Background: an optimization exercise with open tools, aiming at small area. Do not read the settings as production practice. Function was checked by simulation only, so behaviour that the tests miss may differ from the original. No activity file was given, so power comes from the tool's default toggle rates.

## flow/design.v (module list and top-level ports; edited modules follow where they fit)
// module yx_cvt32: 2056 lines
module yx_cvt32(clk, rst, in_valid, in_bits, in_code, in_ftz, in_sat, out_valid, out_bits, out_sat, out_flush);
  // ...
==> flow/flow/run.sh <==
#!/bin/bash
# The standard layout (bash standard.sh) with the combinational logic
# re-mapped for area between synthesis and floorplan:
#  1. the standard synthesis, unchanged (bash standard.sh synth);
#  2. Yosys re-maps its combinational cells with ABC's area mapper
#     (flow/remap.ys) from a copy of the platform library without the cells
#     it marks don't-use; the registers stay the synthesis's own instances;
#  3. the rest of the standard flow from that netlist, with the smallest
#     buffer on every input and output port and the synthesis buffers removed
#     at floorplan (ORFS's REMOVE_ABC_BUFFERS) instead of a timing repair,
#     and no dummy loads in the clock tree.
# Each tool's full output is kept: ORFS's in orfs/logs/, make's in
# make_synth.log and make.log, Yosys's re-map in remap/yosys.log.
set -euo pipefail
here=$(pwd)
export BUFFER_PORTS_ARGS="-buffer_cell sky130_fd_sc_hd__buf_1"
export REMOVE_ABC_BUFFERS=1
# CTS as ORFS runs it, without the dummy loads it adds to balance the tree
export CTS_ARGS="-sink_clustering_enable -repair_clock_nets -buf_list sky130_fd_sc_hd__clkbuf_8 -dont_use_dummy_load"

bash standard.sh synth > make_synth.log 2>&1

res="$here/orfs/results/$FLOW_PLATFORM/yx_cvt32/base"
query() {
  make -s -C "$FLOW_HOME" DESIGN_CONFIG="$here/config.mk" WORK_HOME="$here/orfs" "print-$1" \
    | sed -n "s/^$1: //p"
}
lib=$(query LIB_FILES)
dont_use=$(query DONT_USE_CELLS)
mkdir -p remap
python3 flow/filter_lib.py $lib remap/remap.lib $dont_use
cp "$res/1_2_yosys.v" remap/standard_synth.v
yosys -l remap/yosys.log -q -s flow/remap.ys > /dev/null 2>&1
rm -f abc.history
cp remap/remapped.v "$res/1_2_yosys.v"

bash standard.sh > make.log 2>&1
==> flow/flow/filter_lib.py <==
#!/usr/bin/env python3
"""Copy a Liberty file without the cells named on the command line, so that
OpenROAD's restructure (which maps with ABC straight from a Liberty file and
does not read set_dont_use) cannot pick cells the platform marks don't-use.
usage: filter_lib.py in.lib out.lib cell [cell ...]"""
import re
import sys

src, dst, drop = sys.argv[1], sys.argv[2], set(sys.argv[3:])
cell_re = re.compile(r'^\s*cell\s*\(\s*"?([^")\s]+)"?\s*\)\s*\{')
skipping, depth = False, 0
with open(src) as fin, open(dst, "w") as fout:
    for line in fin:
        if not skipping:
            m = cell_re.match(line)
            if m and m.group(1) in drop:
                skipping, depth = True, 0
        if skipping:
            depth += line.count("{") - line.count("}")
            if depth <= 0:
                skipping = False
            continue
        fout.write(line)
==> flow/flow/remap.ys <==
# Re-map the combinational logic of the standard synthesis netlist for area,
# with ABC's area-oriented mapper (amap) at a higher effort than ORFS uses.
# The registers stay the very instances the standard synthesis made: their
# cell is read as a black box, so they keep their names and cell type.
read_liberty -ignore_miss_func remap/remap.lib
blackbox sky130_fd_sc_hd__dfxtp_1
read_verilog -overwrite remap/standard_synth.v
hierarchy -top yx_cvt32
flatten
opt_clean -purge
abc -liberty remap/remap.lib -script +strash;dch,-f;amap,-F,100,-A,400,-C,5000
opt_clean -purge
hilomap -singleton -hicell sky130_fd_sc_hd__conb_1 HI -locell sky130_fd_sc_hd__conb_1 LO
opt_clean -purge
stat -liberty remap/remap.lib
select yx_cvt32
write_verilog -noattr -noexpr -nohex -nodec -selected remap/remapped.v
==> flow/standard.sh <==
#!/bin/bash
# synth_recipe.tcl (not shown) runs the flow's synth.tcl, then flattens the netlist and writes it again
# the make line also repeats each setting of config.mk as NAME=value (left out here)
make -C /OpenROAD-flow-scripts/flow DESIGN_CONFIG=/design/flow/config.mk WORK_HOME=/design/flow/orfs CLKGATE_MAP_FILE= SYNTH_SCRIPT=/design/flow/synth_recipe.tcl "${@:-finish}"
==> flow/config.mk <==
export PLATFORM = sky130hd
export DESIGN_NAME = yx_cvt32
export DESIGN_NICKNAME = yx_cvt32
export VERILOG_FILES = /design/flow/design.v
export SDC_FILE = /design/flow/constraint.sdc
export NUM_CORES = 4
export LEC_CHECK = 0
export ABC_AREA = 1
export CAP_MARGIN = 10
export CORE_MARGIN = 2
export CORE_UTILIZATION = 40
export CTS_BUF_LIST = sky130_fd_sc_hd__clkbuf_8
export GPL_TIMING_DRIVEN = 0
export SLEW_MARGIN = 10
==> flow/constraint.sdc <==
create_clock -name core_clock -period 16.0 [get_ports {clk}]
set_input_delay 3.2000 -clock core_clock [delete_from_list [all_inputs] [get_ports {clk}]]
set_output_delay 3.2000 -clock core_clock [all_outputs]
set_load 0.01 [all_outputs]
==> key figures, run 1 <==
Outcome
  • Status: no timing/DRC/antenna violations

Final layout
  • Non-clk buf share: 0.0744
  • Most common cell after layout, fill and taps aside: o21ai_0
  • Final Util: 0.474
  • Synth-to-layout area growth: 14.9%
  • Dominant class by area: multi-input combinational cells
  • Design area: 4140 µm²
  • Max reg flops: 32
  • Multi-input gate area: 2600 µm²
  • Multi-input combinational area share: 0.627
  • Inverters: 86

Setup path
  • Setup crit start kind: input port
  • Crit path depth: 50
  • Worst setup path end: out_bits[25]
  • CP Max Fanout: 25
  • Worst path slowest cell: nor2_1

Timing
  • Worst-margin pin slew: 1.23 ns
  • Final Hold Viols: 0
  • Final Setup Violations: 0
  • F_max: 66.2 MHz

Synth
  • Gate Count Post-Synth: 592
  • Warnings from Yosys: 1

Route
  • Iter 0 DRT Violations: 623
  • Number of remaining DRC errors: 0
  • Antenna-violating nets left: 0

CTS
  • CTS Root Buffer Type: clkbuf_8
  • CTS clock-pin slew for the worst setup and hold paths: 0.07 ns
  • Worst-case clock buffer depth: 2
  • CTS tree: built

Worst hold path
  • Hold Crit Depth: 2
  • HP Class: in2reg

Global route
  • Global-route wire length before repair: 26,200 µm
  • Grt total ovfl: 0
  • Largest net degree at the start of global routing: 27
  • Initial antenna violation count: 0
  • GR Util met3: 0.0759

Pwr
  • Combinational power share: 0.579
  • Clock Power Share: 0.152
  • Seq pwr share: 0.269
  • Switch Pwr: 0.197 mW
  • PnR Total Power: 0.391 mW

Job
  • Number of max-cap violations: 0

Placement
  • Placer congestion estimate: 1.10
  • Final HPWL DP: 13,700 µm

Floorplan
  • Core Box Area: 8720 µm²
==> run 2, diff against run 1 <==
--- a/flow/flow/run.sh
+++ b/flow/flow/run.sh
@@ -17,5 +17,5 @@
 export REMOVE_ABC_BUFFERS=1
 # CTS as ORFS runs it, without the dummy loads it adds to balance the tree
-export CTS_ARGS="-sink_clustering_enable -repair_clock_nets -buf_list sky130_fd_sc_hd__clkbuf_8 -dont_use_dummy_load"
+export CTS_ARGS="-sink_clustering_enable -repair_clock_nets -buf_list sky130_fd_sc_hd__clkbuf_4 -root_buf sky130_fd_sc_hd__clkbuf_4 -tree_buf sky130_fd_sc_hd__clkbuf_4 -sink_clustering_size 8 -dont_use_dummy_load"
 
 bash standard.sh synth > make_synth.log 2>&1
--- a/flow/config.mk
+++ b/flow/config.mk
@@ -10,5 +10,5 @@
 export CORE_MARGIN = 2
 export CORE_UTILIZATION = 40
-export CTS_BUF_LIST = sky130_fd_sc_hd__clkbuf_8
+export CTS_BUF_LIST = sky130_fd_sc_hd__clkbuf_4
 export GPL_TIMING_DRIVEN = 0
 export SLEW_MARGIN = 10
==> run 2 against run 1 <==
Against the previous run:
- largest power group unchanged
- sequential share of layout area up 0.11 points
- die area stayed put
- sequential power about the same
- clock-buffer cell count is the same
- flip-flop and latch count unchanged
- highest routed layer unchanged
- still clean
- combinational power is essentially flat
- setup slack gained 0.11 ns
==> key figures, run 2 <==
Global route
  • Largest net degree at the start of global routing: 27 (unchanged)
  • Initial antenna violation count: 0 (unchanged)
  • Met1 Use GR: 0.459 (was 0.460)
  • Global-route wire length before repair: 26,200 µm (about the same)
  • GRT Total Usage: 0.342 (unchanged)
  • Grt total ovfl: 0 (unchanged)
  • GR Util met3: 0.0766 (was 0.0759)
  • Vias in the first global route: 4,787 (was 4,760)
  • Grt met2 use: 0.540 (about the same)
  • Global-route layer with the greatest usage: met2 (unchanged)

Final layout
  • Layout cells sized above 1: 0.0223 (was 0.0193)
  • Largest Register: out_bits (unchanged)
  • Fillers: 974 (was 969)
  • Final Util: 0.471 (was 0.474)
  • Synth-to-layout area growth: 14.1% (was 14.9%)
  • Diode count: 0 (was 1)
  • Most frequent cells in the layout: 89 x o21ai_0, 84 x clkinv_1, 76 x nor2_1 (was 88 x o21ai_0, 85 x clkinv_1, 77 x nor2_1)
  • Max reg flops: 32 (unchanged)
  • Most common cell after layout, fill and taps aside: o21ai_0 (unchanged)
  • Layout Cells excl Fill: 782 (was 783)
  • Design area: 4110 µm² (was 4140 µm²)
  • Nets: 717 (unchanged)

Route
  • Routed length per instance: 21.7 µm (was 21.8 µm)
  • Number of remaining DRC errors: 0 (unchanged)
  • Iter 0 DRT Violations: 704 (was 623)
  • Vias after detailed routing: 5,196 (was 5,329)
  • Antenna-violating nets left: 0 (unchanged)
  • Detailed Route WL: 17,000 µm (was 17,100 µm)
  • Pre-antenna DRT Iters: 8 (was 9)
  • Vias/cell: 6.64 (was 6.81)

Synth
  • Gate Count Post-Synth: 592 (unchanged)
  • Avg Cell Area, Syn: 6.08 µm² (unchanged)
  • Warnings from Yosys: 1 (unchanged)
  • Post-Syn Area: 3600 µm² (unchanged)

Setup path
  • CP Max Fanout: 13 (was 25)
  • CP peak stage delay: 0.93 ns (was 0.54 ns)
  • Worst Setup Path Type: in2reg (unchanged)
  • Crit-path leading delay family: simple AND/OR/NAND/NOR gates (unchanged)
  • Setup crit start kind: input port (unchanged)
  • Critical Path AT: 15.24 ns (was 15.31 ns)
  • Worst path bufs/invs: 9 (was 12)
  • Crit. End Element: flop (unchanged)
  • Critical Path Most Common Cell: nor2_1
  • Worst path slowest cell: nor2_1 (unchanged)
  • Critical Path RT: 16.26 ns (was 16.22 ns)

Worst hold path
  • Hold Crit Depth: 2 (unchanged)
  • Critical hold path startpoint: rst (unchanged)
  • HP Class: in2reg (unchanged)
  • Hold Path Sink: out_valid (unchanged)

Floorplan
  • Die Ht: 98.9 µm (unchanged)
  • # rows: 34 (unchanged)
  • DIE AREA: 9780 µm² (unchanged)
  • Core Box Area: 8720 µm² (unchanged)
  • Die width: 98.9 µm (unchanged)
  • Initial core utilization: 0.413 (unchanged)
  • I/O Pins: 76 (unchanged)

Timing
  • Fin. max-slew vios: 0 (unchanged)
  • Worst-margin pin slew: 1.20 ns (was 1.23 ns)
  • F_max: 66.7 MHz (was 66.2 MHz)
  • Period minus WS final: 14.98 ns (was 15.10 ns)
  • Final Hold Viols: 0 (unchanged)
  • Total negative slack: 0 ns (unchanged)
  • Final Setup Violations: 0 (unchanged)
  • RSZ-0062 raised after global routing: no (unchanged)
  • Max_slew headroom: 0.195 (was 0.174)
  • Period utilisation layout: 0.936 (was 0.944)

CTS
  • Hold-fix buffers at CTS: 0 (unchanged)
  • H-tree level count: 2 (unchanged)
  • CTS Sinks: 35 (unchanged)
  • CTS clock-pin slew for the worst setup and hold paths: 0.11 ns (was 0.07 ns)
  • CTS Root Buffer Type: clkbuf_4 (was clkbuf_8)
  • Num CTS Buffers: 5 (unchanged)
  • Worst-case clock buffer depth: 2 (unchanged)
  • CTS tree: built (unchanged)

Pwr
  • P_leak: 1.30 nW (was 1.31 nW)
  • PnR Total Power: 0.374 mW (was 0.391 mW)
  • Maximum VDD drop: 0.0000463 V (was 0.0000481 V)
  • PD cells: 91.1 nW/µm² (was 94.4 nW/µm²)

Placement
  • IO buf count: 75 (unchanged)
  • Final HPWL DP: 13,700 µm (unchanged)
  • Placed cells: 777 (unchanged)
  • Placed inst area: 4060 µm² (unchanged)
  • Placer congestion estimate: 1.10 (unchanged)

Job
  • Number of max-cap violations: 0 (unchanged)

Outcome
  • Status: no timing/DRC/antenna violations (unchanged)
==> run 2: stage by stage <==
step | setup slack (ns) | hold slack (ns)
floorplan | 3.24 | 3.27
global placement | -0.714 | 3.36
detailed placement | 0.526 | 3.36
CTS | 0.825 | 2.98
global route | 0.0275 | 2.99
finish | 1.02 | 2.99
==> run 2: worst max path at each step <==
| stage | start | to | slack (ns) | cells after the start |
|---|---|---|---|---|
| floorplan | in_code[2] | out_bits[29] | 3.24 | 46 |
| global placement | in_code[2] | out_bits[29] | -0.71 | 47 |
| detailed placement | in_code[2] | out_bits[29] | 0.53 | 48 |
| CTS | in_code[2] | out_bits[29] | 0.83 | 48 |
| global route | in_code[1] | out_bits[29] | 0.03 | 45 |
| finish | in_code[1] | out_bits[29] | 1.02 | 45 |
==> run 2: power breakdown <==
part	switching, mW	internal (mW)
clock network	0.0297	0.0147
registers	0.00339	0.101
logic	0.161	0.0645
==> run 2: final cells by class <==
type	count	area [µm²]	share of cell area
clock buffers	5	37.5	0.00913
inverters	86	330	0.0804
multi-input cells	471	2600	0.632
flip-flops and latches	35	701	0.170
well taps	108	135	0.0329
repair buffers	77	308	0.0749
==> run 2: metal layers <==
metal / vias up / routed length (µm) / share of wire
met5: - / 0 / 0
met4: 0 / 613 / 0.036
met3: 59 / 2070 / 0.12
met2: 360 / 7440 / 0.44
met1: 2351 / 6850 / 0.40
li1: 2426 / - / -
==> run 2: what timing repair did <==
| item | 4_1_cts | 5_1_grt |
|---|---|---|
| setup endpoints to repair | 0 | 14 |
| gates resized for setup | 0 | 5 |
| buffers inserted | 0 | 0 |

[re-timing with driven ports]
No port has a modelled driver above. Below, the same layouts with a new extraction and two added sets of constraints. Step 1 assumes that a clkbuf_16 drives the clock port and a buf_2 every other input. Step 2 also shifts input and output timing later by t, the mid clock arrival at the registers, as if the neighbouring blocks saw the same clock. Slacks: no drivers / after step 1 / after step 2; pairs: no drivers / after step 1.
| run | t, ns | setup WS [ns] | worst slew at a driven data input, ns |
|---|---|---|---|
| run 1 | 0.316 | 0.902 / 0.907 / 0.591 | 0.04 |
| run 2 | 0.367 | 1.017 / 1.015 / 0.647 | 0.04 |
After both steps every run listed still meets setup and hold. The setup slack of run 2, which loses most, moves by -0.002 ns with the drivers and by -0.370 ns with both steps.
